Context: an optimization exercise on an open-source flow, tuned for small area. The choices shown serve that exercise and are no tape-out recipe. Function was checked by simulation only, so behaviour that the tests miss may differ from the original. Power figures rest on the tool's default switching activity, not on a simulated workload.

### flow/run.sh
#!/bin/bash
# synth_recipe.tcl (not shown) runs the flow's synth.tcl, then flattens the netlist and writes it again
# the make line also repeats each setting of config.mk as NAME=value (left out here)
make -C /OpenROAD-flow-scripts/flow DESIGN_CONFIG=/design/flow/config.mk WORK_HOME=/design/flow/orfs CLKGATE_MAP_FILE= SYNTH_SCRIPT=/design/flow/synth_recipe.tcl finish
### flow/config.mk
export PLATFORM = sky130hd
export DESIGN_NAME = qe_unit
export DESIGN_NICKNAME = qe_unit
export VERILOG_FILES = /design/flow/design.v
export SDC_FILE = /design/flow/constraint.sdc
export NUM_CORES = 4
export LEC_CHECK = 0
export CAP_MARGIN = 10
export CORE_MARGIN = 2
export CORE_UTILIZATION = 40
export CTS_BUF_LIST = sky130_fd_sc_hd__clkbuf_8
export CTS_CLUSTER_DIAMETER = 60
export CTS_CLUSTER_SIZE = 12
export SLEW_MARGIN = 10
export SYNTH_HIERARCHICAL = 1
export SYNTH_MINIMUM_KEEP_SIZE = 0
### flow/constraint.sdc
create_clock -name core_clock -period 10.0 [get_ports {clk}]
set_input_delay 2.0000 -clock core_clock [delete_from_list [all_inputs] [get_ports {clk}]]
set_output_delay 2.0000 -clock core_clock [all_outputs]
set_load 0.01 [all_outputs]
### flow/design.v
module qe_fa (
    input  wire a,
    input  wire b,
    input  wire c,
    output wire s,
    output wire co
);
    assign s  = a ^ b ^ c;
    assign co = (a & b) | (c & (a | b));
endmodule
module qe_unit (
    input  wire        clk,
    input  wire        rst_n,         
    input  wire        qa,
    input  wire        qb,
    input  wire        qz,
    input  wire        tick_ms,
    input  wire        confirm,
    input  wire [4:0]  confirm_pair,
    input  wire        wr_en,
    input  wire [4:0]  wr_addr,
    input  wire [31:0] wr_data,
    input  wire [4:0]  rd_addr,
    output reg  [31:0] rd_data,
    output wire [7:0]  win_h,
    output reg         ev_uncertain,
    output reg         ev_referenced,
    output reg         ev_refused
);
    localparam [2:0] C_NONE = 3'd0, C_NOREF = 3'd1, C_ILLEGAL = 3'd2,
                     C_OVERSPEED = 3'd3, C_MISMATCH = 3'd4, C_RANGE = 3'd5,
                     C_DISABLED = 3'd6;
    wire rst = !rst_n;
    genvar i, r, w;
    reg               cfg_dir;
    reg  [1:0]        cfg_ref_mode;
    reg               cfg_zgate;
    reg  [3:0]        cfg_flt;
    reg  [4:0]        cfg_ref_pair;
    reg  [7:0]        cfg_still_t;
    reg               cfg_en;
    reg  [31:0]       ref_pos;
    reg  [7:0]        still_band;
    reg  [7:0]        ztol;
    reg  [31:0]       win_start [0:7];
    reg  [31:0]       win_ctl   [0:7];
    reg  [31:0]       pos;
    reg  [31:0]       zpos;
    reg  [8:0]        delta;         
    reg               illegal_flag;
    reg               still;
    reg  [7:0]        still_cnt;
    reg               ref_armed;
    reg  [13:0]       arm_cnt;
    reg  [2:0]        cause;
    reg               rf_set;        
    reg               rf_lsb;        
    reg               wr_ign;
    reg  [15:0]       illegal_cnt;
    reg  [15:0]       refs;
    reg  [6:0]        age_a, age_b;     
    reg               fresh;
    wire referenced = (cause == C_NONE);
    reg  [2:0] flt_q;             
    reg  [3:0] flt_cnt [0:2];
    wire [2:0] flt_in = {qz, qb, qa};
    wire [2:0] flt_n;             
    generate
        for (i = 0; i < 3; i = i + 1) begin : g_flt
            wire [3:0] cnt  = flt_cnt[i];
            wire       diff = flt_in[i] ^ flt_q[i];
            wire       c_ge = (cnt[3] & ~cfg_flt[3]) | (~(cnt[3] ^ cfg_flt[3]) &
                              ((cnt[2] & ~cfg_flt[2]) | (~(cnt[2] ^ cfg_flt[2]) &
                              ((cnt[1] & ~cfg_flt[1]) | (~(cnt[1] ^ cfg_flt[1]) &
                              (cnt[0] | ~cfg_flt[0]))))));
            wire [3:0] cnt_inc = {cnt[3] ^ (cnt[2] & cnt[1] & cnt[0]),
                                  cnt[2] ^ (cnt[1] & cnt[0]),
                                  cnt[1] ^ cnt[0],
                                  ~cnt[0]};
            assign flt_n[i] = flt_q[i] ^ (diff & c_ge);
            always @(posedge clk) begin
                if (rst) begin
                    flt_q[i]   <= 1'b0;
                    flt_cnt[i] <= 4'd0;
                end else begin
                    flt_q[i]   <= flt_n[i];
                    flt_cnt[i] <= (diff & ~c_ge) ? cnt_inc : 4'd0;
                end
            end
        end
    endgenerate
    wire fa = flt_q[0], fb = flt_q[1], fz = flt_q[2];
    wire fa_n = flt_n[0], fb_n = flt_n[1], fz_n = flt_n[2];
    wire [31:0] wd      = wr_data & {32{rst_n}};
    wire        wr_cfg  = wr_en && wr_addr == 5'h00;
    wire        wr_open = wr_en && !cfg_en;
    wire        ld_cfg  = rst | (wr_open && wr_addr == 5'h00);
    wire        ld_ref  = rst | (wr_open && wr_addr == 5'h01);
    wire        ld_tol  = rst | (wr_open && wr_addr == 5'h02);
    wire        wr_win  = wr_en && (wr_addr[4] ^ wr_addr[3]);    
    wire        wr_guard = wr_en && (wr_addr == 5'h01 || wr_addr == 5'h02) || wr_win;
    wire        en_next = wr_cfg ? wr_data[31] : cfg_en;
    wire        enabling  = !cfg_en && en_next;
    wire        disabling = cfg_en && !en_next;
    always @(posedge clk) begin
        if (ld_cfg) begin
            cfg_dir      <= wd[0];
            cfg_ref_mode <= wd[2:1];
            cfg_zgate    <= wd[3];
            cfg_flt      <= wd[7:4];
            cfg_ref_pair <= wd[12:8];
            cfg_still_t  <= wd[23:16];
        end
        if (rst | wr_cfg)
            cfg_en <= wd[31];
        if (ld_ref)
            ref_pos <= wd;
        if (ld_tol) begin
            still_band <= wd[7:0];
            ztol       <= wd[15:8];
        end
        if (rst)
            wr_ign <= 1'b0;
        else if (cfg_en) begin
            if (disabling)
                wr_ign <= 1'b0;
            else if (wr_guard)
                wr_ign <= 1'b1;
        end
    end
    generate
        for (i = 0; i < 8; i = i + 1) begin : g_wcfg
            wire ld_s = rst | (wr_open && wr_addr == 5'h08 + 2 * i);
            wire ld_c = rst | (wr_open && wr_addr == 5'h09 + 2 * i);
            always @(posedge clk) begin
                if (ld_s)
                    win_start[i] <= wd;
                if (ld_c)
                    win_ctl[i] <= wd;
            end
        end
    endgenerate
    wire d_a     = fa_n ^ fa;
    wire d_b     = fb_n ^ fb;
    wire illegal = d_a & d_b;
    wire stepped = d_a ^ d_b;
    wire up_raw  = d_a ? (fa_n ^ fb) : !(fb_n ^ fa);
    wire up      = up_raw ^ cfg_dir;
    wire [32:0] pf1, pf0;
    assign pf1[0] = 1'b1;
    assign pf0[0] = 1'b1;
    generate
        for (i = 0; i < 32; i = i + 1) begin : g_pf
            assign pf1[i+1] = pf1[i] & pos[i];
            assign pf0[i+1] = pf0[i] & ~pos[i];
        end
    endgenerate
    wire at_max = pf1[31] & ~pos[31];                        
    wire at_min = pos[31] & (&(~pos[30:1]));                  
    wire range_err = stepped & (up ? at_max : at_min);
    wire do_step   = stepped & !range_err;
    localparam [6:0] AGE_80 = 7'd18;
    wire age_a_lt  = age_a != AGE_80;                        
    wire age_b_lt  = age_b != AGE_80;
    wire [6:0] age_a_inc = {age_a[5:0], ~(age_a[6] ^ age_a[5])};
    wire [6:0] age_b_inc = {age_b[5:0], ~(age_b[6] ^ age_b[5])};
    wire overspeed = (d_a & age_a_lt) | (d_b & age_b_lt);
    wire [31:0] tgl  = up ? pf1[31:0] : pf0[31:0];
    wire [31:0] pos1 = pos ^ (tgl & {32{do_step}});
    wire [9:0] dlt  = {delta[8], delta};
    wire [9:0] dn;                                            
    wire [10:0] dc;
    assign dn[0] = ~dlt[0];
    assign dc[1] = dlt[0];
    generate
        for (i = 1; i < 10; i = i + 1) begin : g_dn
            qe_fa u_d (.a(dlt[i]), .b(~up), .c(dc[i]), .s(dn[i]), .co(dc[i+1]));
        end
    endgenerate
    wire [9:0] dm = dn ^ {10{dn[9]}};
    wire [9:0] nb = ~{2'b00, still_band};
    wire [10:0] bc;
    assign bc[0] = dn[9];
    generate
        for (i = 0; i < 10; i = i + 1) begin : g_bc
            assign bc[i+1] = (dm[i] & nb[i]) | (bc[i] & (dm[i] | nb[i]));
        end
    endgenerate
    wire anchor_reset = do_step & bc[10];
    wire still1 = still & !anchor_reset;
    wire unc1   = illegal | (stepped & (range_err | overspeed));
    wire [2:0] cause1 = illegal ? C_ILLEGAL : range_err ? C_RANGE : C_OVERSPEED;
    wire ref1   = referenced & !unc1;
    wire mode1 = cfg_ref_mode == 2'd1;
    wire mode2 = cfg_ref_mode == 2'd2;
    wire mode3 = cfg_ref_mode == 2'd3;
    wire index_ev = fz_n && !fz && (!cfg_zgate || (fa_n && fb_n)) && !illegal && cfg_ref_mode[0];
    wire ref_idx  = index_ev & ((mode1 & !ref1) | (mode3 & ref_armed));
    wire chk      = index_ev & !ref_idx & ref1;
    wire [31:0] npos = ~pos;
    wire [11:0] r_elo [0:8];
    wire [12:0] r_eh  [0:8];
    wire [8:0]  r_c12, r_ehz, r_eho, r_neg, r_hi0, r_hi1;
    generate
        for (r = 0; r < 9; r = r + 1) begin : g_rel
            wire [31:0] x;
            if (r < 8) begin : g_xw
                assign x = win_start[r];
            end else begin : g_xr
                assign x = ref_pos;
            end
            wire [11:0] e_lo;
            wire [12:0] c;
            assign e_lo[0] = ~(x[0] ^ npos[0]);
            assign c[1]    = x[0] | npos[0];
            for (i = 1; i < 12; i = i + 1) begin : g_lo
                qe_fa u_fa (.a(x[i]), .b(npos[i]), .c(c[i]), .s(e_lo[i]), .co(c[i+1]));
            end
            wire [12:0] eh;
            wire [13:0] ch;
            assign eh[0] = x[12] ^ npos[12];
            assign ch[1] = x[12] & npos[12];
            for (i = 1; i < 13; i = i + 1) begin : g_hi
                qe_fa u_fa (.a(x[12+i]), .b(npos[12+i]), .c(ch[i]), .s(eh[i]), .co(ch[i+1]));
            end
            wire eh_z = ~|eh;
            wire eh_o = &eh;
            wire c25  = ch[13] | (c[12] & eh_o);
            wire [7:0] xa = {x[31], x[31:25]};
            wire [7:0] na = {npos[31], npos[31:25]};
            wire [7:0] d;
            wire [8:0] cd;
            assign d[0]  = xa[0] ^ na[0];
            assign cd[1] = xa[0] & na[0];
            for (i = 1; i < 8; i = i + 1) begin : g_d
                qe_fa u_fa (.a(xa[i]), .b(na[i]), .c(cd[i]), .s(d[i]), .co(cd[i+1]));
            end
            wire d_ones7 = &d[6:0];
            wire d_zero  = ~|d;
            wire d_ones  = d_ones7 & d[7];
            wire d_fe    = (&d[7:1]) & ~d[0];
            assign r_elo[r] = e_lo;
            assign r_eh[r]  = eh;
            assign r_c12[r] = c[12];
            assign r_ehz[r] = eh_z;
            assign r_eho[r] = eh_o;
            assign r_neg[r] = d[7] ^ (c25 & d_ones7);
            assign r_hi0[r] = c25 ? d_ones : d_zero;
            assign r_hi1[r] = c25 ? d_fe : d_ones;
        end
    endgenerate
    wire [11:0] y_lo = r_elo[8];
    wire [12:0] yh   = r_eh[8];
    wire        y_c12 = r_c12[8];
    wire y_z12 = y_c12 ? r_eho[8] : r_ehz[8];
    wire y_o12 = y_c12 ? ((&yh[12:1]) & ~yh[0]) : r_eho[8];
    wire near = (r_hi0[8] & y_z12 & ~|y_lo[11:9]) | (r_hi1[8] & y_o12 & &y_lo[11:9]);
    wire [10:0] y11 = {y_lo[9], y_lo[9:0]};
    wire [10:0] ymz, ypz;
    wire [11:0] cm, cp;
    assign ymz[0] = y11[0] ^ ztol[0];
    assign cm[1]  = y11[0] | ~ztol[0];
    assign ypz[0] = y11[0] ^ ztol[0];
    assign cp[1]  = y11[0] & ztol[0];
    generate
        for (i = 1; i < 8; i = i + 1) begin : g_z
            qe_fa u_m (.a(y11[i]), .b(~ztol[i]), .c(cm[i]), .s(ymz[i]), .co(cm[i+1]));
            qe_fa u_p (.a(y11[i]), .b(ztol[i]),  .c(cp[i]), .s(ypz[i]), .co(cp[i+1]));
        end
        for (i = 8; i < 11; i = i + 1) begin : g_zh
            assign ymz[i]  = ~(y11[i] ^ cm[i]);
            assign cm[i+1] = y11[i] | cm[i];
            assign ypz[i]  = y11[i] ^ cp[i];
            assign cp[i+1] = y11[i] & cp[i];
        end
    endgenerate
    wire ymz_z1 = ~|ymz[10:1];
    wire ypz_1s = &ypz;
    wire ypz_nz = |ypz;
    wire tol_m = !do_step ? (ymz[10] | (ymz_z1 & ~ymz[0])) :
                 up       ? (ymz[10] | ymz_z1) : ymz[10];
    wire tol_p = !do_step ? ~ypz[10] :
                 up       ? (~ypz[10] & ypz_nz) : (~ypz[10] | ypz_1s);
    wire in_tol = near & tol_m & tol_p;
    wire chk_ok  = chk & in_tol;
    wire chk_bad = chk & !in_tol;
    wire confirm_ev = confirm && confirm_pair == cfg_ref_pair;
    wire ref_cfm    = mode2 & confirm_ev & still1;
    wire ref_any    = ref_idx | ref_cfm;
    wire arm_cfm    = mode3 & confirm_ev;
    wire s_armed    = arm_cfm | (ref_armed & !ref_idx);
    wire to_ref     = ref_any | chk_ok;
    wire refuse_en  = cfg_en & mode2 & confirm_ev & !still1;
    wire refuse_dis = !cfg_en & cfg_ref_mode[1] & confirm_ev;
    wire [16:0] ic, rc;
    assign ic[0] = 1'b1;
    assign rc[0] = 1'b1;
    generate
        for (i = 0; i < 16; i = i + 1) begin : g_cnt
            assign ic[i+1] = ic[i] & illegal_cnt[i];
            assign rc[i+1] = rc[i] & refs[i];
        end
    endgenerate
    wire [15:0] ill_inc  = illegal_cnt ^ (ic[15:0] & {16{illegal & !ic[16]}});
    wire [15:0] refs_inc = refs ^ (rc[15:0] & {16{ref_any & !rc[16]}});
    wire        st_inc = tick_ms & !(&still_cnt);
    wire [8:0]  sc;
    assign sc[0] = st_inc;
    wire [7:0]  st_next;
    generate
        for (i = 0; i < 8; i = i + 1) begin : g_st
            assign st_next[i] = still_cnt[i] ^ sc[i];
            assign sc[i+1]    = still_cnt[i] & sc[i];
        end
    endgenerate
    wire [8:0] sg;
    assign sg[0] = 1'b1;
    generate
        for (i = 0; i < 8; i = i + 1) begin : g_sg
            assign sg[i+1] = (st_next[i] & ~cfg_still_t[i]) | (sg[i] & (st_next[i] | ~cfg_still_t[i]));
        end
    endgenerate
    wire st_ge = sg[8];
    localparam [13:0] ARM_END = 14'd8629;
    wire        arm_end = arm_cnt == ARM_END;
    wire [13:0] arm_inc = {arm_cnt[12:0], ~(arm_cnt[13] ^ arm_cnt[12] ^ arm_cnt[11] ^ arm_cnt[1])};
    wire [8:0] delta_next = (to_ref | anchor_reset) ? 9'd0 : do_step ? dn[8:0] : delta;
    wire [2:0] s_cause = ref_any ? C_NONE : chk_bad ? C_MISMATCH : unc1 ? cause1 : cause;
    always @(posedge clk) begin
        if (rst) begin
            pos           <= 32'd0;
            zpos          <= 32'd0;
            delta         <= 9'd0;
            illegal_flag  <= 1'b0;
            still         <= 1'b0;
            still_cnt     <= 8'd0;
            ref_armed     <= 1'b0;
            arm_cnt       <= 14'd0;
            cause         <= C_DISABLED;
            rf_set        <= 1'b0;
            rf_lsb        <= 1'b0;
            illegal_cnt   <= 16'd0;
            refs          <= 16'd0;
            age_a         <= AGE_80;
            age_b         <= AGE_80;
            fresh         <= 1'b0;
            ev_uncertain  <= 1'b0;
            ev_referenced <= 1'b0;
            ev_refused    <= 1'b0;
        end else begin
            age_a <= d_a ? 7'd0 : (age_a_lt ? age_a_inc : age_a);
            age_b <= d_b ? 7'd0 : (age_b_lt ? age_b_inc : age_b);
            ev_refused <= refuse_en | refuse_dis;
            if (refuse_en | refuse_dis) begin
                rf_set <= 1'b1;
                rf_lsb <= refuse_dis;
            end
            if (enabling) begin
                pos           <= 32'd0;
                delta         <= 9'd0;
                still         <= 1'b0;
                still_cnt     <= 8'd0;
                ref_armed     <= 1'b0;
                arm_cnt       <= 14'd0;
                cause         <= C_NOREF;
                fresh         <= 1'b0;
                ev_uncertain  <= 1'b1;
                ev_referenced <= 1'b0;
            end else if (cfg_en) begin
                pos           <= to_ref ? ref_pos : pos1;
                if (chk)
                    zpos <= pos1;
                delta         <= delta_next;
                illegal_flag  <= !ref_any & (illegal | illegal_flag);
                refs          <= refs_inc;
                ev_referenced <= ref_any;
                illegal_cnt   <= ill_inc;
                if (disabling) begin
                    still        <= 1'b0;
                    still_cnt    <= 8'd0;
                    ref_armed    <= 1'b0;
                    arm_cnt      <= 14'd0;
                    cause        <= C_DISABLED;
                    fresh        <= 1'b0;
                    ev_uncertain <= 1'b1;
                end else begin
                    cause        <= s_cause;
                    fresh        <= ref_any;
                    ev_uncertain <= unc1 | chk_bad;
                    if (anchor_reset) begin
                        still_cnt <= 8'd0;
                        still     <= 1'b0;
                    end else begin
                        still_cnt <= st_next;
                        still     <= st_ge;
                    end
                    ref_armed <= arm_cfm | (s_armed & !(tick_ms & arm_end));
                    if (arm_cfm)
                        arm_cnt <= 14'd0;
                    else if (s_armed & tick_ms)
                        arm_cnt <= arm_end ? 14'd0 : arm_inc;
                    else if (!s_armed)
                        arm_cnt <= 14'd0;
                end
            end else begin
                fresh         <= 1'b0;
                ev_uncertain  <= 1'b0;
                ev_referenced <= 1'b0;
            end
        end
    end
    reg  [7:0] win;
    assign win_h = win;
    generate
        for (w = 0; w < 8; w = w + 1) begin : g_win
            wire [23:0] width = win_ctl[w][23:0];
            wire [6:0]  h     = (win[w] & ~fresh) ? win_ctl[w][30:24] : 7'd0;
            wire [11:0] e_lo  = r_elo[w];
            wire [12:0] eh    = r_eh[w];
            wire        c12   = r_c12[w];
            wire        neg   = r_neg[w];
            wire [7:0] cl;
            assign cl[0] = 1'b1;
            for (i = 0; i < 7; i = i + 1) begin : g_cl
                assign cl[i+1] = (h[i] & ~e_lo[i]) | (cl[i] & (h[i] | ~e_lo[i]));
            end
            wire e_z7 = ~|e_lo[11:7] & (c12 ? r_eho[w] : r_ehz[w]);    
            wire cond_lo = neg | (r_hi0[w] & e_z7 & cl[7]);
            wire [11:0] f_lo;
            wire [12:0] cf;
            assign f_lo[0] = e_lo[0] ^ width[0];
            assign cf[1]   = e_lo[0] & width[0];
            for (i = 1; i < 12; i = i + 1) begin : g_f
                qe_fa u_fa (.a(e_lo[i]), .b(width[i]), .c(cf[i]), .s(f_lo[i]), .co(cf[i+1]));
            end
            wire [12:0] fh;
            wire [13:0] cg;
            assign fh[0] = eh[0] ^ width[12];
            assign cg[1] = eh[0] & width[12];
            for (i = 1; i < 12; i = i + 1) begin : g_fh
                qe_fa u_fa (.a(eh[i]), .b(width[12+i]), .c(cg[i]), .s(fh[i]), .co(cg[i+1]));
            end
            assign fh[12] = eh[12] ^ cg[12];
            assign cg[13] = eh[12] & cg[12];
            wire k1    = c12 ^ cf[12];
            wire k2    = c12 & cf[12];
            wire fh_o  = &fh;
            wire fh_fe = (&fh[12:1]) & ~fh[0];
            wire fh_fd = (&fh[12:2]) & ~fh[1] & fh[0];
            wire wrap  = c12 & r_eho[w];
            wire f_ovf = ~wrap & (cg[13] | (k1 & fh_o) | (k2 & (fh_o | fh_fe)));
            wire f_o12 = ~wrap & ((~k1 & ~k2 & fh_o) | (k1 & fh_fe) | (k2 & fh_fd));
            wire [7:0] cu;
            assign cu[0] = 1'b0;
            for (i = 0; i < 7; i = i + 1) begin : g_cu
                assign cu[i+1] = (f_lo[i] & h[i]) | (cu[i] & (f_lo[i] | h[i]));
            end
            wire cond_hi = ~neg | (r_hi1[w] & (f_ovf | (f_o12 & &f_lo[11:7] & cu[7])));
            always @(posedge clk) begin
                if (rst)
                    win[w] <= 1'b0;
                else
                    win[w] <= referenced & (still | ~win_ctl[w][31]) & cond_lo & cond_hi;
            end
        end
    endgenerate
    wire [7:0] last_refusal = {1'b0, rf_set, rf_set, 2'b00, rf_set, 1'b0, rf_lsb};
    reg [31:0] rd_mux;
    always @* begin
        rd_mux = 32'd0;
        case (rd_addr)
            5'h00: rd_mux = {cfg_en, 7'd0, cfg_still_t, 3'd0, cfg_ref_pair,
                             cfg_flt, cfg_zgate, cfg_ref_mode, cfg_dir};
            5'h01: rd_mux = ref_pos;
            5'h02: rd_mux = {16'd0, ztol, still_band};
            5'h03: rd_mux = {8'd0, last_refusal, 5'd0, cause, 2'd0, ref_armed, wr_ign,
                             still, illegal_flag, !referenced, referenced};
            5'h04: rd_mux = pos;
            5'h05: rd_mux = zpos;
            5'h06: rd_mux = {refs, illegal_cnt};
            5'h07: rd_mux = {13'd0, fa, fb, fz, win_h, 8'd0};
            5'h08: rd_mux = win_start[0];
            5'h09: rd_mux = win_ctl[0];
            5'h0A: rd_mux = win_start[1];
            5'h0B: rd_mux = win_ctl[1];
            5'h0C: rd_mux = win_start[2];
            5'h0D: rd_mux = win_ctl[2];
            5'h0E: rd_mux = win_start[3];
            5'h0F: rd_mux = win_ctl[3];
            5'h10: rd_mux = win_start[4];
            5'h11: rd_mux = win_ctl[4];
            5'h12: rd_mux = win_start[5];
            5'h13: rd_mux = win_ctl[5];
            5'h14: rd_mux = win_start[6];
            5'h15: rd_mux = win_ctl[6];
            5'h16: rd_mux = win_start[7];
            5'h17: rd_mux = win_ctl[7];
            default: rd_mux = 32'd0;
        endcase
    end
    always @(posedge clk) begin
        if (rst)
            rd_data <= 32'd0;
        else
            rd_data <= rd_mux;
    end
endmodule
==> results of run 1 <==
==> modules after synthesis, one instance, submodules excluded <==
module | flip-flops and latches | cells
qe_fa | 0 | 1
qe_unit | 791 | 3309
==> layout make-up <==
cell class	count	area (um2)	area share [%]
timing repair buffer	208	1800	3.45
clock inverter	65	445	0.853
tap	1524	1910	3.65
sequential	791	21700	41.5
antenna	7	17.5	0.0335
multi-input combinational	2664	24500	47.0
inverter	148	556	1.06
clock buffer	94	1290	2.48
==> worst max-delay path: stages <==
cell and delay, ps:
clkdlybuf4s50_1 420, and3_1 170, or4_1 580, a31o_2 290, nand2_1 80, inv_1 100, fa_1 420, fa_1 400
fa_1 390, fa_1 380, fa_1 390, fa_1 380, fa_1 390, fa_1 390, fa_1 760, xnor2_1 210
o22ai_1 130, a211oi_1 250, o22ai_1 140, a32oi_1 200, a31oi_1 90, a41oi_1 300, a21o_2 240, and3_1 550
and3_1 250, mux2i_1 190
==> state kept, by name, summed over array words and instances, names as in the netlist, 8 cells and up <==
signal and count:
arm_cnt 14, pos 32, delta 9, rd_data 32
illegal_cnt 16, ztol 8, zpos 32, flt_cnt 12
win_start 256, still_band 8, win_ctl 256, ref_pos 32
cfg_still_t 8, refs 16, win 8, still_cnt 8
==> per-layer routing <==
layer	track usage, %	vias to the layer above	share of wire (%)
li1	-	14700	-
met2	49.2	3003	43
met5	0	-	0.013
met4	22.3	4	8.2
met1	44.0	18400	37
met3	8.35	701	13
==> path summary, 6_finish.rpt <==
kind                            cells past startpoint               endpoint             startpoint
worst min-delay path                                1  age_b[5]$_SDFFE_PP0N_  age_b[4]$_SDFFE_PN1P_
worst min register to register                      1  age_b[5]$_SDFFE_PP0N_  age_b[4]$_SDFFE_PN1P_
worst max-delay path                               26  refs[10]$_SDFFE_PN0P_                     qa
worst max register to register                     29  refs[10]$_SDFFE_PN0P_   cfg_flt[3]$_DFFE_PP_
==> report_power, final <==
part	internal, mW	switching (mW)	total, mW
sequential	3.71	0.225	3.94
clock	0.994	1.32	2.31
combinational	0.826	1.34	2.17
==> cell usage in the layout, fill, tap and decap left out, drive strengths merged, types with 53 or more instances in the layout <==
cell           netlist  final
nand4              116    116
nand2b              54     54
nand3              112    112
ha                  98     98
inv                148    193
o21ai               95     95
clkbuf             147     94
dfxtp              209    209
a22o               114    114
a31oi               83     83
nor4                81     81
nand2              175    175
clkdlybuf4s50        0     96
xnor2               56     56
fa                 469    469
a22oi              150    150
and2                53     53
a221oi             104    104
a21oi              116    116
buf                 28    112
edfxtp             582    582
nor3                63     63
nor2               217    217
==> logic make-up after synthesis <==
kind of cell,Yosys count,synth area share (%)
compound gates,923,14.4
xor+xnor,74,1.38
fa+ha+maj,593,23.1
buf+inv,323,2.62
flops,791,46.1
mux,28,0.607
simple gates,1046,11.8
==> metrics by stage <==
stage          utilization (%)  worst slack [ps]  cells  setup TNS [ps]  hold slack, ps
6_report                  44.9               596   5501               0             454
5_1_grt                   44.9               288   5495               0             484
4_1_cts                   44.9               705   5494               0             462
3_5_place_dp              43.4              -107   5335            -465             438
3_3_place_gp              43.4              10.9   5335               0             432
2_1_floorplan                -              64.4   3778               0             421
==> results.txt, run 1 <==
status = no timing/DRC/antenna violations
P per Cell Area = 161 mW/mm2
Synth Flop Type = edfxtp_1
Leak = 17.7 nW
Hold WC Path Type = reg2reg
Tot Pwr = 8.41 mW
Req. time, crit path = 10,710 ps
DRC viols = 0
chip width = 347 um
Resize count post-CTS = 0
Max clock buf depth = 3
DR vias = 36,900
GRT Util Overall = 33.5%
fill count = 10,600
final setup vio count = 0
post-synth top area cell = edfxtp_1
io pins = 98
Syn Area/Cell = 12.4 um2
number of synthesized flops with an enable pin = 582
share of layout cells above drive strength 1 = 8.04%
# Post-CTS Setup Buffers = 0
Placement Cell Area = 0.0505 mm2
Async SR Flop Fraction = 0%
peak supply drop = 0.118 mV
Critical Path Source Type = primary input
total wire length = 204,000 um
Worst-Skew Late Latency = 810 ps
fin crit share = 94.0%
initial drt markers = 6,048
CTS tree = done
Synth-to-Final Area Change = 11.1%
# rows = 125
final hold viol count = 0
Root Buffer = clkbuf_8
Least-Margin Pin Slew = 1380 ps
FF-to-FF setup slack = 790 ps
Slew Viols, Final = 0
initial antenna violation count = 10
largest net degree at the start of global routing = 73
Post-Syn Area = 0.0470 mm2
most frequent cell after synthesis = edfxtp_1
Post-DP HPWL = 153,000 um
core area = 0.116 mm2
Synthesis Warnings = 10
grt total ovfl = 0
Commonest cells post-synth = edfxtp_1 (582), fa_1 (469), nor2_1 (217)
Vias/cell = 6.70
clock sink count = 791
global placement routability congestion = 1.02
Avg WL per Cell = 37.1 um
I/O Buffers = 97
Die H = 347 um
synth top area cells = edfxtp_1 (37%), fa_1 (20%), dfxtp_1 (8.9%)
Max-slew headroom = 7.01%
CTS H-tree lvls = 3
total CTS buffers = 86
Mapped Cells = 3,778
final instance area = 0.0522 mm2
post-layout min period = 9400 ps
CP arrival = 10,110 ps
WS Path Type = in2reg
Worst-path clk slew = 80 ps
Max Freq = 106 MHz
# nets final = 4,521
DRT Pass-1 Iters = 8
area fraction of the dominant cell type after synthesis = 37.2%
post-synthesis sequential area ratio = 46.1%
Setup Skew = 55.7 ps
Crit. End Element = register
antenna-violating nets left = 0
post-synthesis cell type count = 89
max_cap viols = 0
post-cts hold buffer count = 0
die footprint = 0.120 mm2
RSZ-0062 raised after global routing = no
first-pass GRT wire length = 281,000 um
crit path max fanout = 13
number of global-route vias before repair = 35,500
flops & latches, synth = 791
Post-Syn Nets = 4,400
initial cell density of the core = 40.4%
==> run 2, diff against run 1 <==
--- a/flow/config.mk
+++ b/flow/config.mk
@@ -7,3 +7,3 @@
 export LEC_CHECK = 0
-export CAP_MARGIN = 10
+export CAP_MARGIN = 40
 export CORE_MARGIN = 2
@@ -13,3 +13,3 @@
 export CTS_CLUSTER_SIZE = 12
-export SLEW_MARGIN = 10
+export SLEW_MARGIN = 30
 export SYNTH_HIERARCHICAL = 1
==> run 2 against run 1 <==
Net effect:
- critical path depth stayed put
- via count up 0.96%
- non-clock buffer count grew 30
- clock power rose by 7%
- highest routed layer unchanged
==> results.txt, run 2 <==
largest net degree at the start of global routing = 73
Syn Area/Cell = 12.4 um2
Least-Margin Pin Slew = 975 ps
Placement Cell Area = 0.0507 mm2
critical path endpoint = refs[10]$_SDFFE_PN0P_
initial drt markers = 6,098
final setup vio count = 0
initial antenna violation count = 16
Resize count post-CTS = 0
post-synthesis sequential area ratio = 46.1%
GRT Util Overall = 33.7%
Async SR Flop Fraction = 0%
number of global-route vias before repair = 35,500
CTS H-tree lvls = 3
P per Cell Area = 163 mW/mm2
Max clock buf depth = 3
share of layout cells above drive strength 1 = 8.87%
DRC viols = 0
WHS = 461 ps
Vias/cell = 6.72
Root Buffer = clkbuf_8
number of synthesized flops with an enable pin = 582
most frequent cell after synthesis = edfxtp_1
max_cap viols = 0
core area = 0.116 mm2
die footprint = 0.120 mm2
Setup TNS Final = 0 ps
Die H = 347 um
most common cell after layout, fill and taps aside = edfxtp_1
post-cts hold buffer count = 0
Avg WL per Cell = 37.1 um
final instance area = 0.0528 mm2
peak supply drop = 0.132 mV
flops & latches, synth = 791
Worst-path clk slew = 80 ps
setup ws final = 559 ps
RSZ-0062 raised after global routing = no
chip width = 347 um
Synth Flop Type = edfxtp_1
Hold Path Stages = 1
io pins = 98
area fraction of the dominant cell type after synthesis = 37.2%
Slew Viols, Final = 0
Worst-Skew Late Latency = 790 ps
FF-to-FF setup slack = 740 ps
Req. time, crit path = 10,700 ps
reg2reg path depth = 29
Post-Syn Area = 0.0470 mm2
# nets final = 4,552
CP arrival = 10,140 ps
# Post-CTS Setup Buffers = 0
Max-slew headroom = 33.3%
Critical R2R Launch = cfg_flt[3]$_DFFE_PP_
post-synth top area cell = edfxtp_1
first-pass GRT wire length = 283,000 um
total CTS buffers = 87
synth top area cells = edfxtp_1 (37%), fa_1 (20%), dfxtp_1 (8.9%)
CTS tree = done
Post-Syn Nets = 4,400
antenna-violating nets left = 0
post-synthesis cell type count = 89
status = no timing/DRC/antenna violations
clock sink count = 791
biggest regs = win_ctl x256, win_start x256
post-layout min period = 9440 ps
reg2reg end = refs[10]$_SDFFE_PN0P_
Tot Pwr = 8.60 mW
DR vias = 37,200
Post-DP HPWL = 154,000 um
initial cell density of the core = 40.4%
Leak = 18.0 nW
global placement routability congestion = 1.02
Crit. End Element = register
worst slack at placement = -110 ps
DRT Pass-1 Iters = 7
crit path max fanout = 13
fill count = 10,600
Synth-to-Final Area Change = 12.2%
# rows = 125
fin crit share = 94.4%
Critical Path Source Type = primary input
critical path startpoint = qa
Mapped Cells = 3,778
Setup Skew = 44.0 ps
total wire length = 205,000 um
Max Freq = 106 MHz
Commonest cells post-synth = edfxtp_1 (582), fa_1 (469), nor2_1 (217)
Synthesis Warnings = 10
commonest non-fill, non-tap cells in the layout = edfxtp_1 (582), fa_1 (469), dfxtp_1 (209), nor2_1 (195), inv_1 (182)
WS Path Type = in2reg
final hold viol count = 0
grt total ovfl = 0
Hold WC Path Type = reg2reg
I/O Buffers = 97
[run 2: area by class of cell]
| type | count | area, um2 | share of cell area (%) |
|---|---|---|---|
| flip-flops and latches | 791 | 21700 | 41.1 |
| clock inverters | 63 | 536 | 1.02 |
| inverters | 148 | 556 | 1.05 |
| multi-input cells | 2664 | 24600 | 46.5 |
| well taps | 1524 | 1910 | 3.61 |
| clock buffers | 99 | 1360 | 2.58 |
| repair buffers | 238 | 2150 | 4.08 |
| diodes | 9 | 22.5 | 0.0427 |
[run 2: worst min path at each step]
stage,endpoint,from
after floorplan,age_a[5]$_SDFFE_PP0N_,age_a[4]$_SDFFE_PN1P_
after global placement,age_a[2]$_SDFFE_PP0N_,age_a[1]$_SDFFE_PN1P_
after detailed placement,age_a[2]$_SDFFE_PP0N_,age_a[1]$_SDFFE_PN1P_
after CTS,age_a[5]$_SDFFE_PP0N_,age_a[4]$_SDFFE_PN1P_
after global routing,arm_cnt[10]$_SDFFE_PP0P_,arm_cnt[10]$_SDFFE_PP0P_
final,age_a[2]$_SDFFE_PP0N_,age_a[1]$_SDFFE_PN1P_
[run 2: power breakdown]
| part | internal, mW | switching, mW | leakage (nW) |
|---|---|---|---|
| combinational | 0.842 | 1.35 | 9.21 |
| clock | 1.14 | 1.33 | 1.09 |
| sequential | 3.71 | 0.226 | 7.70 |
[run 2: per-stage QoR]
stage / utilization [%] / std cells
CTS: 45.2 / 5510
global placement: 43.4 / 5335
floorplan: - / 3778
finish: 45.3 / 5536
detailed placement: 43.5 / 5348
global route: 45.3 / 5528
[run 2: cell families after synthesis]
| group | share of synthesized area [%] |
|---|---|
| xor gates and xnor gates | 1.38 |
| buffers and inverters | 2.62 |
| AOI/OAI and AO/OA | 14.4 |
| muxes | 0.607 |
| and+or+nand+nor | 11.8 |
| DFF | 46.1 |
| adders and majority gates | 23.1 |
[run 2: worst max-delay path, stage by stage]
cell and delay [ps]:
clkdlybuf4s50_1 420, and3_1 180, or4_1 580, a31o_2 300, nand2_1 90, inv_1 100, fa_1 420, fa_1 400
fa_1 390, fa_1 380, fa_1 390, fa_1 380, fa_1 390, fa_1 390, fa_1 750, xnor2_1 200
o22ai_1 120, a211oi_1 280, o22ai_1 150, a32oi_1 210, a31oi_1 90, a41oi_1 300, a21o_2 240, and3_1 550
and3_1 250, mux2i_1 190
[run 2: layer usage]
| metal | share of wire [%] | up-vias | global-route usage [%] |
|---|---|---|---|
| met5 | 0.048 | - | 0 |
| met4 | 8.4 | 14 | 22.1 |
| met3 | 12 | 684 | 8.05 |
| met2 | 42 | 3035 | 49.2 |
| met1 | 37 | 18700 | 44.7 |
| li1 | - | 14800 | - |
[run 2: per-module statistics from Yosys (local to each module, per instance)]
module   flip-flops and latches  cells
qe_fa                         0      1
qe_unit                     791   3309
==> run 3, diff against run 2 <==
--- a/flow/design.v
+++ b/flow/design.v
@@ -467,2 +467,3 @@
     wire [7:0] last_refusal = {1'b0, rf_set, rf_set, 2'b00, rf_set, 1'b0, rf_lsb};
+    wire [4:0] rd_sel = rst ? 5'h1F : rd_addr;
     reg [31:0] rd_mux;
@@ -470,3 +471,3 @@
         rd_mux = 32'd0;
-        case (rd_addr)
+        case (rd_sel)
             5'h00: rd_mux = {cfg_en, 7'd0, cfg_still_t, 3'd0, cfg_ref_pair,
@@ -500,8 +501,4 @@
     end
-    always @(posedge clk) begin
-        if (rst)
-            rd_data <= 32'd0;
-        else
-            rd_data <= rd_mux;
-    end
+    always @(posedge clk)
+        rd_data <= rd_mux;
 endmodule
==> flow/flow/run.sh (new file) <==
#!/bin/bash
# Layout flow: the standard layout (standard.sh, which runs the standard
# synthesis unchanged), with two changes to how the layout is made:
#  - the port buffers are the smallest buffer cell (buffer_ports -buffer_cell);
#  - the clock tree is built without dummy loads.
# make's full output goes to standard.log here; ORFS keeps each step's log
# under orfs/logs/.
set -euo pipefail
export BUFFER_PORTS_ARGS="-buffer_cell sky130_fd_sc_hd__buf_1"
export CTS_ARGS="-sink_clustering_enable -repair_clock_nets -sink_clustering_size 22 -sink_clustering_max_diameter 80 -buf_list sky130_fd_sc_hd__clkbuf_16 -dont_use_dummy_load"
if ! bash standard.sh > standard.log 2>&1; then
    tail -n 40 standard.log
    exit 1
fi
tail -n 5 standard.log
==> flow/standard.sh (new file) <==
#!/bin/bash
# synth_recipe.tcl (not shown) runs the flow's synth.tcl, then flattens the netlist and writes it again
# the make line also repeats each setting of config.mk as NAME=value (left out here)
make -C /OpenROAD-flow-scripts/flow DESIGN_CONFIG=/design/flow/config.mk WORK_HOME=/design/flow/orfs CLKGATE_MAP_FILE= SYNTH_SCRIPT=/design/flow/synth_recipe.tcl "${@:-finish}"
--- a/flow/config.mk
+++ b/flow/config.mk
@@ -10,5 +10,5 @@
 export CORE_UTILIZATION = 40
-export CTS_BUF_LIST = sky130_fd_sc_hd__clkbuf_8
-export CTS_CLUSTER_DIAMETER = 60
-export CTS_CLUSTER_SIZE = 12
+export CTS_BUF_LIST = sky130_fd_sc_hd__clkbuf_16
+export CTS_CLUSTER_DIAMETER = 80
+export CTS_CLUSTER_SIZE = 22
 export SLEW_MARGIN = 30
removed: flow/run.sh
==> run 3 against run 2 <==
Net effect:
- area after synthesis barely moved
- global-route usage rose by 1.9 points
- total power fell by 2.0%
- setup slack improved by 10 ps
- clock power fell by 17%
- first-iteration DRC count rose by 8.6%
- critical endpoint is now pos[21]$_SDFFE_PP0P_
==> results.txt, run 3 <==
status = no timing/DRC/antenna violations
Resize count post-CTS = 0
commonest non-fill, non-tap cells in the layout = edfxtp_1 (582), fa_1 (469), a22oi_1 (236), dfxtp_1 (209), nor2_1 (167)
post-cts hold buffer count = 0
first-pass GRT wire length = 296,000 um
adder-cell share of the synthesized area = 23.2%
CP arrival = 10,030 ps
WHS = 445 ps
DRC viols = 0
initial drt markers = 6,625
max_cap viols = 0
P per Cell Area = 163 mW/mm2
clock sink count = 791
# Post-CTS Setup Buffers = 0
GRT Util Overall = 35.6%
CTS H-tree lvls = 2
Critical R2R Launch = cfg_flt[2]$_DFFE_PP_
Leak = 17.2 nW
die footprint = 0.120 mm2
Max Freq = 106 MHz
Commonest cells post-synth = edfxtp_1 (582), fa_1 (469), a22oi_1 (236)
Crit path top cell by count = fa_1
total CTS buffers = 49
area fraction of the dominant cell type after synthesis = 37.2%
number of global-route vias before repair = 35,600
share of layout cells above drive strength 1 = 7.86%
Crit path max-delay family = adder cells
number of synthesized flops with an enable pin = 582
xor/xnor share of the synthesized area = 1.30%
Syn Area/Cell = 12.6 um2
Setup Skew = 64.4 ps
initial cell density of the core = 40.4%
final hold viol count = 0
io pins = 98
Slew Viols, Final = 0
# rows = 125
CP peak stage delay = 620 ps
most frequent cell after synthesis = edfxtp_1
synth top area cells = edfxtp_1 (37%), fa_1 (20%), dfxtp_1 (8.9%)
I/O Buffers = 97
largest net degree at the start of global routing = 61
Setup TNS Final = 0 ps
critical path startpoint = qa
Worst-path clk slew = 80 ps
post-synthesis sequential area ratio = 46.1%
complex-gate fraction of the synthesized area = 14.5%
post-layout min period = 9430 ps
crit path max fanout = 47
fin crit share = 94.3%
core area = 0.116 mm2
critical path's slowest cell = fa_1
Post-Syn Area = 0.0470 mm2
most common cell after layout, fill and taps aside = edfxtp_1
Root Buffer = clkbuf_16
Least-Margin Pin Slew = 962 ps
Post-Syn Nets = 4,362
Max clock buf depth = 3
biggest regs = win_ctl x256, win_start x256
CTS tree = done
Crit. End Element = register
total wire length = 216,000 um
Avg WL per Cell = 40.1 um
Critical Path Source Type = primary input
Vias/cell = 6.94
Req. time, crit path = 10,590 ps
final setup vio count = 0
peak supply drop = 0.154 mV
Mapped Cells = 3,740
WP buf/inv = 3
DRT Pass-1 Iters = 8
post-synth top area cell = edfxtp_1
Synth-to-Final Area Change = 9.71%
HP Start = age_a[1]$_SDFFE_PN1P_
post-synthesis mux area share = 0.293%
Hold WC Path Type = reg2reg
fill count = 10,700
Synthesis Warnings = 10
initial antenna violation count = 12
Post-DP HPWL = 161,000 um
grt total ovfl = 0
post-synthesis cell type count = 100
largest family of logic cells by synthesized area = adder cells
Max-slew headroom = 35.3%
Synth Flop Type = edfxtp_1
Die H = 347 um
DR vias = 37,400
Async SR Flop Fraction = 0%
RSZ-0062 raised after global routing = no
# nets final = 4,491
post-synthesis simple-gate area fraction = 11.9%
flops & latches, synth = 791
Worst-Skew Late Latency = 700 ps
chip width = 347 um
WS Path Type = in2reg
global placement routability congestion = 1.02
antenna-violating nets left = 0
run 3: cell families after synthesis:
kind of cell	after synthesis
AOI/OAI and AO/OA	923
xor gates and xnor gates	70
adders and majority gates	597
buffers and inverters	328
DFF	791
muxes	13
and+or+nand+nor	1018
run 3: power by group:
group	switching, mW	internal (mW)
Clock	1.18	0.869
Sequential	0.228	3.72
Combinational	1.54	0.891
run 3: final timing paths:
path | end | slack [ps] | cells past startpoint
max | pos[21]$_SDFFE_PP0P_ | 570 | 25
min | age_a[2]$_SDFFE_PP0N_ | 450 | 1
max reg2reg | pos[21]$_SDFFE_PP0P_ | 680 | 28
min reg2reg | age_a[2]$_SDFFE_PP0N_ | 450 | 1
run 3: per-module statistics from Yosys, one instance, submodules excluded:
| module | cell area [um2] | cells inside |
|---|---|---|
| qe_unit | 37600 | 3271 |
| qe_fa | 20.0 | 1 |
run 3: worst register-to-register path: cells and delay by family (launching register included):
family                   cells  cell delay [ps]
buffers and inverters        3              730
AO/OA/AOI/OAI               10             2740
adder cells (fa/ha/maj)     10             4090
XOR/XNOR                     1              120
AND/OR/NAND/NOR              4              920
flip-flops                   1              610
run 3: metrics by stage:
step	util (%)	instances	area, um2	power, mW	setup WS [ps]
floorplan	-	3740	47000	5.36	650
global placement	42.8	5306	49900	6.30	83.0
detailed placement	43.2	5331	50200	6.33	30.0
CTS	44.2	5380	51400	8.33	678
global route	44.3	5392	51600	8.71	148
finish	44.3	5393	51600	8.43	569
run 3: area by class of cell:
class | count | area, um2 | area share (%)
well taps | 1524 | 1910 | 3.70
repair buffers | 252 | 1730 | 3.36
inverters | 154 | 578 | 1.12
diodes | 2 | 5.00 | 0.00971
clock buffers | 49 | 1230 | 2.38
flip-flops and latches | 791 | 21700 | 42.0
multi-input cells | 2621 | 24500 | 47.4
run 3: per-layer routing:
layer | vias to the layer above | routed length, um | GRT usage (%)
met2 | 3199 | 92700 | 52.6
met1 | 18900 | 77800 | 46.4
met3 | 666 | 28400 | 9.10
met5 | - | 38 | 0
met4 | 6 | 17500 | 23.3
li1 | 14700 | - | -
==> run 4, diff against run 3 <==
--- a/flow/config.mk
+++ b/flow/config.mk
@@ -14,3 +14 @@
 export SLEW_MARGIN = 30
-export SYNTH_HIERARCHICAL = 1
-export SYNTH_MINIMUM_KEEP_SIZE = 0
==> run 4 against run 3 <==
Net effect:
- via count is 3.4% lower
- total power is 6.4% lower
- register-to-register slack worse by 40 ps
- global-route usage is 2.1 points lower
- critical path type is now reg2reg
- sequential power hardly changed
- critical endpoint is now win[1]$_SDFF_PN0_
- sequential cell count stayed put
- sequential share of layout area is 0.50 points higher
- first-iteration DRC count is 12% lower
- utilization is 0.34 points lower
- setup slack better by 73 ps
- combinational power is 22% lower
- critical path depth is 2 higher
==> results.txt, run 4 <==
die footprint = 0.119 mm2
status = no timing/DRC/antenna violations
# Post-CTS Setup Buffers = 0
area fraction of the dominant cell type after synthesis = 37.5%
max_cap viols = 0
Post-DP HPWL = 147,000 um
critical path's slowest cell = a2111oi_0
synth top area cells = edfxtp_1 (38%), fa_1 (19%), dfxtp_1 (9.0%)
fin crit share = 93.6%
Post-Syn Area = 0.0466 mm2
WS Path Type = reg2reg
post-synthesis cell type count = 95
RSZ-0062 raised after global routing = no
final core occ = 44.0%
biggest regs = win_ctl x256, win_start x256
WP buf/inv = 4
Die H = 345 um
most common cell after layout, fill and taps aside = edfxtp_1
Syn Area/Cell = 12.3 um2
first-pass GRT wire length = 279,000 um
Vias/cell = 6.66
CTS tree = done
global placement routability congestion = 1.02
Commonest cells post-synth = edfxtp_1 (582), fa_1 (451), inv_1 (276)
Synth-to-Final Area Change = 9.39%
total wire length = 202,000 um
# rows = 125
post-synth top area cell = edfxtp_1
clock sink count = 791
peak supply drop = 0.147 mV
share of layout cells above drive strength 1 = 6.69%
final hold viol count = 0
io pins = 98
number of synthesized flops with an enable pin = 582
I/O Buffers = 97
Leak = 17.8 nW
Root Buffer = clkbuf_16
Synth Flop Type = edfxtp_1
core area = 0.116 mm2
Worst-Skew Late Latency = 730 ps
number of global-route vias before repair = 35,800
Slew Viols, Final = 0
initial antenna violation count = 11
Crit path max-delay family = adder cells
initial drt markers = 5,850
DRT Pass-1 Iters = 6
Async SR Flop Fraction = 0%
crit path max fanout = 11
grt total ovfl = 0
most frequent cell after synthesis = edfxtp_1
Setup TNS Final = 0 ps
GRT Util Overall = 33.5%
commonest non-fill, non-tap cells in the layout = edfxtp_1 (582), fa_1 (451), inv_1 (276), a22oi_1 (234), nor2_1 (232)
Resize count post-CTS = 0
initial cell density of the core = 40.2%
largest net degree at the start of global routing = 64
# nets final = 4,516
Max-slew headroom = 32.1%
Hold WC Path Type = reg2reg
final setup vio count = 0
Mapped Cells = 3,785
fill count = 10,700
Crit path top cell by count = fa_1
Crit. End Element = register
Critical Path Source Type = register
DR vias = 36,200
Synthesis Warnings = 4
post-layout min period = 9360 ps
post-cts hold buffer count = 0
DRC viols = 0
Post-Syn Nets = 4,399
Max Freq = 107 MHz
Worst-path clk slew = 100 ps
CP arrival = 9960 ps
Least-Margin Pin Slew = 1010 ps
Req. time, crit path = 10,600 ps
Avg WL per Cell = 37.2 um
CTS H-tree lvls = 2
Setup Skew = 111 ps
flops & latches, synth = 791
antenna-violating nets left = 0
P per Cell Area = 155 mW/mm2
CP peak stage delay = 640 ps
post-synthesis sequential area ratio = 46.5%
chip width = 345 um
Max clock buf depth = 3
total CTS buffers = 51
-- run 4: cell families after synthesis --
kind of cell / synth area share [%]
buffers and inverters: 3.51
XOR/XNOR: 1.59
AO/OA/AOI/OAI: 12.9
multiplexers: 0.712
adder cells (fa/ha/maj): 23.1
flip-flops: 46.5
AND/OR/NAND/NOR: 11.7
-- run 4: cell type report --
type                    instances  area, um2  area share [%]
multi-input cells            2568      23700            46.5
flip-flops and latches        791      21700            42.5
well taps                    1524       1910            3.74
repair buffers                210       1350            2.65
clock buffers                  51       1280            2.50
inverters                     280       1050            2.06
diodes                          6       15.0          0.0295
-- run 4: metal layers --
metal / GRT usage, % / share of wire (%) / vias up
met4: 22.6 / 8.2 / 10
met3: 10.2 / 13 / 711
met1: 42.2 / 36 / 18300
met2: 49.7 / 43 / 2771
met5: 0.440 / 0.061 / -
li1: - / - / 14400
-- run 4: path summary, 6_finish.rpt --
kind,to,depth (start not counted),from,slack (ps)
setup / recovery,win[1]$_SDFF_PN0_,27,pos[12]$_SDFFE_PP0P_,640
hold / removal,age_b[5]$_SDFFE_PP0N_,1,age_b[4]$_SDFFE_PN1P_,450
setup reg to reg,win[1]$_SDFF_PN0_,27,pos[12]$_SDFFE_PP0P_,640
hold reg to reg,age_b[5]$_SDFFE_PP0N_,1,age_b[4]$_SDFFE_PN1P_,450
-- run 4: power by group --
group	leakage [nW]	internal [mW]	switching [mW]
clock network	0.629	0.901	1.17
logic	9.50	0.695	1.21
registers	7.70	3.71	0.202
-- run 4: metrics by stage --
stage,hold slack (ps),power [mW],area [um2],worst slack [ps],cells
6_report,445,7.89,51000,641,5430
2_1_floorplan,410,5.04,46600,2120,3785
5_1_grt,480,8.16,51000,373,5425
3_5_place_dp,433,5.81,49500,524,5363
4_1_cts,442,7.83,50800,554,5414
3_3_place_gp,437,5.78,49300,440,5346
==> run 5, diff against run 4 <==
--- a/flow/config.mk
+++ b/flow/config.mk
@@ -7,3 +7,3 @@
 export LEC_CHECK = 0
-export CAP_MARGIN = 40
+export CAP_MARGIN = 10
 export CORE_MARGIN = 2
@@ -13,2 +13,2 @@
 export CTS_CLUSTER_SIZE = 22
-export SLEW_MARGIN = 30
+export SLEW_MARGIN = 10
==> run 5 against run 4 <==
Net effect:
- sequential share of layout area rose by 0.34 points
- final cell count fell by 0.55%
- wire length fell by 0.49%
- worst hold slack got worse by 2.3 ps
- combinational power barely moved
- clock skew fell by 14 ps
- total power fell by 0.76%
- die area did not move
- global-route usage fell by 0.15 points
- still clean on timing, DRC and antenna
==> results.txt, run 5 <==
Synthesis Warnings = 4
peak supply drop = 0.141 mV
most frequent cell after synthesis = edfxtp_1
most common cell after layout, fill and taps aside = edfxtp_1
highest metal used = met4
Worst-Skew Late Latency = 720 ps
Setup TNS Final = 0 ps
max_cap viols = 0
CTS H-tree lvls = 2
final core occ = 43.6%
Metal-1 WL = 71,600 um
Mapped Cells = 3,785
fin crit share = 96.5%
Req. time, crit path = 10,590 ps
number of global-route vias before repair = 35,800
WS Path Type = reg2reg
Max Freq = 104 MHz
CP arrival = 10,250 ps
P per Cell Area = 155 mW/mm2
synth top area cells = edfxtp_1 (38%), fa_1 (19%), dfxtp_1 (9.0%)
total wire length = 201,000 um
initial cell density of the core = 40.2%
grt total ovfl = 0
crit path max fanout = 11
largest net degree at the start of global routing = 64
share of layout cells above drive strength 1 = 5.94%
DRT Pass-1 Iters = 9
GRT Util Overall = 33.4%
Slew Viols, Final = 0
status = no timing/DRC/antenna violations
first-pass GRT wire length = 278,000 um
io pins = 98
post-layout min period = 9650 ps
Vias/cell = 6.67
Post-Syn Area = 0.0466 mm2
initial drt markers = 5,948
Commonest cells post-synth = edfxtp_1 (582), fa_1 (451), inv_1 (276)
Worst-path clk slew = 110 ps
biggest regs = win_ctl x256, win_start x256
Hold WC Path Type = reg2reg
Synth Flop Type = edfxtp_1
core area = 0.116 mm2
post-synth top area cell = edfxtp_1
final setup vio count = 0
Max clock buf depth = 3
Synth-to-Final Area Change = 8.53%
flops & latches, synth = 791
Root Buffer = clkbuf_16
CTS tree = done
global placement routability congestion = 1.02
Max-slew headroom = 15.5%
number of synthesized flops with an enable pin = 582
metal2 WL = 85,200 um
DRC viols = 0
Setup Skew = 96.8 ps
chip width = 345 um
# rows = 125
Avg WL per Cell = 37.2 um
Syn Area/Cell = 12.3 um2
Critical Path Source Type = register
die footprint = 0.119 mm2
clock sink count = 791
post-synthesis sequential area ratio = 46.5%
area fraction of the dominant cell type after synthesis = 37.5%
Post-DP HPWL = 146,000 um
fill count = 10,700
I/O Buffers = 97
antenna-violating nets left = 0
RSZ-0062 raised after global routing = no
Crit. End Element = register
post-synthesis cell type count = 95
total CTS buffers = 49
final hold viol count = 0
post-cts hold buffer count = 0
commonest non-fill, non-tap cells in the layout = edfxtp_1 (582), fa_1 (451), inv_1 (276), a22oi_1 (234), nor2_1 (232)
Least-Margin Pin Slew = 1260 ps
WHS = 443 ps
initial antenna violation count = 6
Leak = 17.6 nW
Resize count post-CTS = 0
DR vias = 36,000
# Post-CTS Setup Buffers = 0
# nets final = 4,488
met3 wire length = 26,900 um
Die H = 345 um
Post-Syn Nets = 4,399
Async SR Flop Fraction = 0%
[run 5: critical path, cell delays in order (launching register included)]
cell and delay, ps:
dfxtp_1 480, inv_1 110, buf_4 210, ha_1 220
fa_1 380, fa_1 390, fa_1 410, fa_1 400
fa_1 390, fa_1 390, fa_1 420, fa_1 400
fa_1 390, fa_1 400, fa_1 370, inv_1 100
fa_1 430, inv_1 100, nand4_1 80, nor4_1 770
a41oi_1 240, a2111oi_0 670, o21ai_0 200, a21oi_1 520
a22o_1 250, a21oi_1 70, or4_1 510, a221oi_1 290
[run 5: cell type report]
class,count,area [um2],area share [%]
Tap cell,1524,1910,3.77
Sequential cell,791,21700,42.8
Clock buffer,49,1230,2.43
Timing Repair Buffer,184,1020,2.02
Antenna cell,4,10.0,0.0198
Inverter,280,1050,2.08
Multi-Input combinational cell,2568,23700,46.8
[run 5: worst paths after layout]
check / from / end / slack [ps] / cells after the start
worst max-delay path: pos[12]$_SDFFE_PP0P_ / win[1]$_SDFF_PN0_ / 350 / 27
worst max register to register: pos[12]$_SDFFE_PP0P_ / win[1]$_SDFF_PN0_ / 350 / 27
worst min-delay path: age_a[4]$_SDFFE_PN1P_ / age_a[5]$_SDFFE_PP0N_ / 440 / 2
worst min register to register: age_a[4]$_SDFFE_PN1P_ / age_a[5]$_SDFFE_PP0N_ / 440 / 2
[run 5: kinds of logic after synthesis]
group,share of synthesized area (%)
fa+ha+maj,23.1
buf+inv,3.51
xor+xnor,1.59
mux,0.712
simple gates,11.7
compound gates,12.9
flops,46.5
[run 5: per-stage QoR]
stage,setup WS [ps],cells,power (mW),area [um2]
floorplan,2120,3785,5.04,46600
global placement,440,5346,5.78,49300
detailed placement,506,5347,5.80,49300
CTS,541,5396,7.78,50600
global route,44.3,5396,8.09,50600
finish,347,5400,7.83,50600
[run 5: routing by layer]
metal	vias to the layer above	GRT usage, %
met4	0	23.0
met3	713	9.62
met2	2880	49.3
met1	18100	42.3
met5	-	0
li1	14300	-
[run 5: report_power, final]
group          internal, mW  switching [mW]
Combinational         0.683            1.20
Clock                 0.868            1.16
Sequential             3.71           0.200
==> run 6, diff against run 5 <==
--- a/flow/design.v
+++ b/flow/design.v
@@ -160,3 +160,3 @@
     wire range_err = stepped & (up ? at_max : at_min);
-    wire do_step   = stepped & !range_err;
+    wire do_step   = cfg_en & stepped & !range_err;    
     localparam [6:0] AGE_80 = 7'd18;
@@ -329,12 +329,14 @@
     always @(posedge clk) begin
+        if (rst | enabling) begin
+            pos   <= 32'd0;
+            delta <= 9'd0;
+        end else begin
+            pos   <= (cfg_en & to_ref) ? ref_pos : pos1;
+            delta <= (cfg_en & to_ref) ? 9'd0 : delta_next;
+        end
+    end
+    always @(posedge clk) begin
         if (rst) begin
-            pos           <= 32'd0;
             zpos          <= 32'd0;
-            delta         <= 9'd0;
             illegal_flag  <= 1'b0;
-            still         <= 1'b0;
-            still_cnt     <= 8'd0;
-            ref_armed     <= 1'b0;
-            arm_cnt       <= 14'd0;
-            cause         <= C_DISABLED;
             rf_set        <= 1'b0;
@@ -345,5 +347,2 @@
             age_b         <= AGE_80;
-            fresh         <= 1'b0;
-            ev_uncertain  <= 1'b0;
-            ev_referenced <= 1'b0;
             ev_refused    <= 1'b0;
@@ -357,53 +356,8 @@
             end
-            if (enabling) begin
-                pos           <= 32'd0;
-                delta         <= 9'd0;
-                still         <= 1'b0;
-                still_cnt     <= 8'd0;
-                ref_armed     <= 1'b0;
-                arm_cnt       <= 14'd0;
-                cause         <= C_NOREF;
-                fresh         <= 1'b0;
-                ev_uncertain  <= 1'b1;
-                ev_referenced <= 1'b0;
-            end else if (cfg_en) begin
-                pos           <= to_ref ? ref_pos : pos1;
+            if (cfg_en) begin
                 if (chk)
                     zpos <= pos1;
-                delta         <= delta_next;
                 illegal_flag  <= !ref_any & (illegal | illegal_flag);
                 refs          <= refs_inc;
-                ev_referenced <= ref_any;
                 illegal_cnt   <= ill_inc;
-                if (disabling) begin
-                    still        <= 1'b0;
-                    still_cnt    <= 8'd0;
-                    ref_armed    <= 1'b0;
-                    arm_cnt      <= 14'd0;
-                    cause        <= C_DISABLED;
-                    fresh        <= 1'b0;
-                    ev_uncertain <= 1'b1;
-                end else begin
-                    cause        <= s_cause;
-                    fresh        <= ref_any;
-                    ev_uncertain <= unc1 | chk_bad;
-                    if (anchor_reset) begin
-                        still_cnt <= 8'd0;
-                        still     <= 1'b0;
-                    end else begin
-                        still_cnt <= st_next;
-                        still     <= st_ge;
-                    end
-                    ref_armed <= arm_cfm | (s_armed & !(tick_ms & arm_end));
-                    if (arm_cfm)
-                        arm_cnt <= 14'd0;
-                    else if (s_armed & tick_ms)
-                        arm_cnt <= arm_end ? 14'd0 : arm_inc;
-                    else if (!s_armed)
-                        arm_cnt <= 14'd0;
-                end
-            end else begin
-                fresh         <= 1'b0;
-                ev_uncertain  <= 1'b0;
-                ev_referenced <= 1'b0;
             end
@@ -411,2 +365,18 @@
     end
+    wire run = rst_n & cfg_en & !disabling;       
+    always @(posedge clk) begin
+        still         <= run & !anchor_reset & st_ge;
+        still_cnt     <= (run & !anchor_reset) ? st_next : 8'd0;
+        ref_armed     <= run & (arm_cfm | (s_armed & !(tick_ms & arm_end)));
+        if (!run | arm_cfm)
+            arm_cnt <= 14'd0;
+        else if (s_armed & tick_ms)
+            arm_cnt <= arm_end ? 14'd0 : arm_inc;
+        else if (!s_armed)
+            arm_cnt <= 14'd0;
+        cause         <= rst ? C_DISABLED : enabling ? C_NOREF : run ? s_cause : C_DISABLED;
+        fresh         <= run & ref_any;
+        ev_uncertain  <= rst_n & (enabling | disabling | (run & (unc1 | chk_bad)));
+        ev_referenced <= rst_n & cfg_en & ref_any;
+    end
     reg  [7:0] win;
--- a/flow/config.mk
+++ b/flow/config.mk
@@ -9,3 +9,3 @@
 export CORE_MARGIN = 2
-export CORE_UTILIZATION = 40
+export CORE_UTILIZATION = 55
 export CTS_BUF_LIST = sky130_fd_sc_hd__clkbuf_16
==> run 6 against run 5 <==
Net effect:
- still clean
- wire length is 4.1% higher
- cell area is 1.7% lower
- count of clock-buffer cells in the layout is 2 lower
- critical path type unchanged
- largest power group unchanged
==> results.txt, run 6 <==
status = no timing/DRC/antenna violations
max_cap viols = 0
# Post-CTS Setup Buffers = 0
Synth-to-Final Area Change = 7.45%
chip width = 294 um
Vias/cell = 7.50
Synth Flop Type = edfxtp_1
initial antenna violation count = 12
critical path's slowest cell = a21oi_4
synth top area cells = edfxtp_1 (38%), fa_1 (20%), dfxtp_1 (9.0%)
clock sink count = 791
Worst-path clk slew = 90 ps
initial cell density of the core = 55.4%
Commonest cells post-synth = edfxtp_1 (582), fa_1 (451), inv_1 (289)
core area = 0.0834 mm2
DR vias = 37,100
I/O Buffers = 97
io pins = 98
die footprint = 0.0864 mm2
Crit path top cell by count = fa_1
total CTS buffers = 47
flops & latches, synth = 791
critical path startpoint = pos[12]$_SDFF_PP0_
antenna-violating nets left = 0
CP peak stage delay = 780 ps
Placement Cell Area = 0.0485 mm2
CP arrival = 10,170 ps
grt total ovfl = 0
peak supply drop = 0.133 mV
# rows = 106
global placement routability congestion = 1.05
Slew Viols, Final = 0
Avg WL per Cell = 42.3 um
Req. time, crit path = 10,520 ps
final setup vio count = 0
post-synthesis cell type count = 105
fin crit share = 96.5%
Max-slew headroom = 11.9%
Mapped Cells = 3,759
Leak = 17.5 nW
most common cell after layout, fill and taps aside = edfxtp_1
P per Cell Area = 157 mW/mm2
fill count = 6,689
DRC viols = 0
Hold WC Path Type = reg2reg
RSZ-0062 raised after global routing = no
largest net degree at the start of global routing = 47
Setup Skew = 93.6 ps
Critical Path Source Type = register
final hold viol count = 0
Post-Syn Nets = 4,372
Synthesis Warnings = 4
first-pass GRT wire length = 286,000 um
final instance area = 0.0497 mm2
Async SR Flop Fraction = 0%
Least-Margin Pin Slew = 1320 ps
# nets final = 4,468
Post-Syn Area = 0.0463 mm2
GRT Util Overall = 48.7%
Setup TNS Final = 0 ps
post-synth top area cell = edfxtp_1
crit path max fanout = 24
commonest non-fill, non-tap cells in the layout = edfxtp_1 (582), fa_1 (451), inv_1 (289), nor2_1 (237), a22oi_1 (237)
Die H = 294 um
Root Buffer = clkbuf_16
Post-DP HPWL = 153,000 um
Critical R2R Launch = pos[12]$_SDFF_PP0_
CTS H-tree lvls = 2
most frequent cell after synthesis = edfxtp_1
Worst-Skew Late Latency = 680 ps
HP Start = age_a[4]$_SDFFE_PN1P_
share of layout cells above drive strength 1 = 6.28%
total wire length = 209,000 um
Resize count post-CTS = 0
post-synthesis sequential area ratio = 46.8%
post-cts hold buffer count = 0
Syn Area/Cell = 12.3 um2
Crit. End Element = register
CTS tree = done
Max Freq = 104 MHz
biggest regs = win_ctl x256, win_start x256
area fraction of the dominant cell type after synthesis = 37.8%
WS Path Type = reg2reg
Max clock buf depth = 3
number of global-route vias before repair = 36,300
post-layout min period = 9650 ps
DRT Pass-1 Iters = 7
initial drt markers = 6,299
number of synthesized flops with an enable pin = 582
==> run 6: kinds of logic after synthesis <==
| logic type | after synthesis | synth area share [%] |
|---|---|---|
| compound gates | 795 | 12.4 |
| xor+xnor | 88 | 1.77 |
| fa+ha+maj | 594 | 23.2 |
| buf+inv | 428 | 3.56 |
| flops | 791 | 46.8 |
| mux | 18 | 0.403 |
| simple gates | 1045 | 11.8 |
==> run 6: path summary, 6_finish.rpt <==
path,to,slack (ps),cells after the start
worst min-delay path,age_a[5]$_SDFFE_PP0N_,450,2
worst max-delay path,pos[26]$_SDFF_PP0_,350,27
worst max register to register,pos[26]$_SDFF_PP0_,350,27
worst min register to register,age_a[5]$_SDFFE_PP0N_,450,2
==> run 6: critical path, delay by kind of cell, from the launching register on <==
kind                     cells  cell delay [ps]
adder cells (fa/ha/maj)     13             5140
AO/OA/AOI/OAI                6             1960
AND/OR/NAND/NOR              5             1330
buffers and inverters        3              620
flip-flops                   1              410
==> run 6: report_power, final <==
part / switching, mW / internal, mW
sequential: 0.211 / 3.71
clock: 1.12 / 0.835
combinational: 1.22 / 0.683
==> run 6: layer usage <==
layer | up-vias | track usage, % | wire, um
met3 | 911 | 17.0 | 33500
met5 | - | 0.0567 | 113
met4 | 16 | 35.9 | 19400
met2 | 3626 | 68.1 | 85500
li1 | 14100 | - | -
met1 | 18400 | 62.7 | 70900
==> run 6: final cells by class <==
type                       count  area [um2]  share of cell area, %
sequential                   791       21700                   43.6
timing repair buffer         183        1020                   2.04
multi-input combinational   2540       23400                   47.0
clock buffer                  47        1180                   2.37
antenna                        9        22.5                 0.0453
tap                         1080        1350                   2.72
inverter                     292        1100                   2.21
==> run 6: per-stage QoR <==
stage	worst slack, ps	total power [mW]	hold WS, ps	std cells	util [%]
final	354	7.79	454	4942	59.6
after global routing	105	7.99	473	4937	59.6
after CTS	633	7.69	453	4933	59.5
after detailed placement	698	5.81	440	4886	58.1
after global placement	13.8	5.76	419	4884	58.1
after floorplan	1940	5.02	410	3759	-

## afterwards: timing with drivers on the ports
The flow's constraints put no driver on any port. The routed layouts listed below were extracted and timed again, unchanged, in two steps.
Step 1, drivers: a clkbuf_16 drives clk and a buf_2 each remaining input, both assumed.
Step 2 also shifts input and output timing later by t, the mid clock arrival at the registers, as if the neighbouring blocks saw the same clock.
Slacks: no drivers / after step 1 / after step 2; pairs: no drivers / after step 1.
| run | shift t [ns] | setup WS [ns] | worst setup path after step 2 | latest minus earliest clock arrival (ns) |
|---|---|---|---|---|
| run 1 | 0.856 | 0.596 / 0.646 / -0.210 | input to register | 0.065 / 0.066 |
| run 2 | 0.845 | 0.559 / 0.611 / -0.234 | input to register | 0.048 / 0.048 |
| run 3 | 0.746 | 0.569 / 0.611 / -0.135 | input to register | 0.069 / 0.069 |
| run 4 | 0.750 | 0.641 / 0.641 / 0.641 | register to register | 0.111 / 0.111 |
| run 5 | 0.749 | 0.347 / 0.347 / 0.347 | register to register | 0.100 / 0.100 |
| run 6 | 0.701 | 0.354 / 0.354 / 0.354 | register to register | 0.095 / 0.095 |
Met with ideal ports but missed after step 2: setup timing in run 1, run 2 and run 3. For run 1, which loses most, drivers alone change the setup slack by +0.050 ns; drivers and shift together by -0.806 ns.
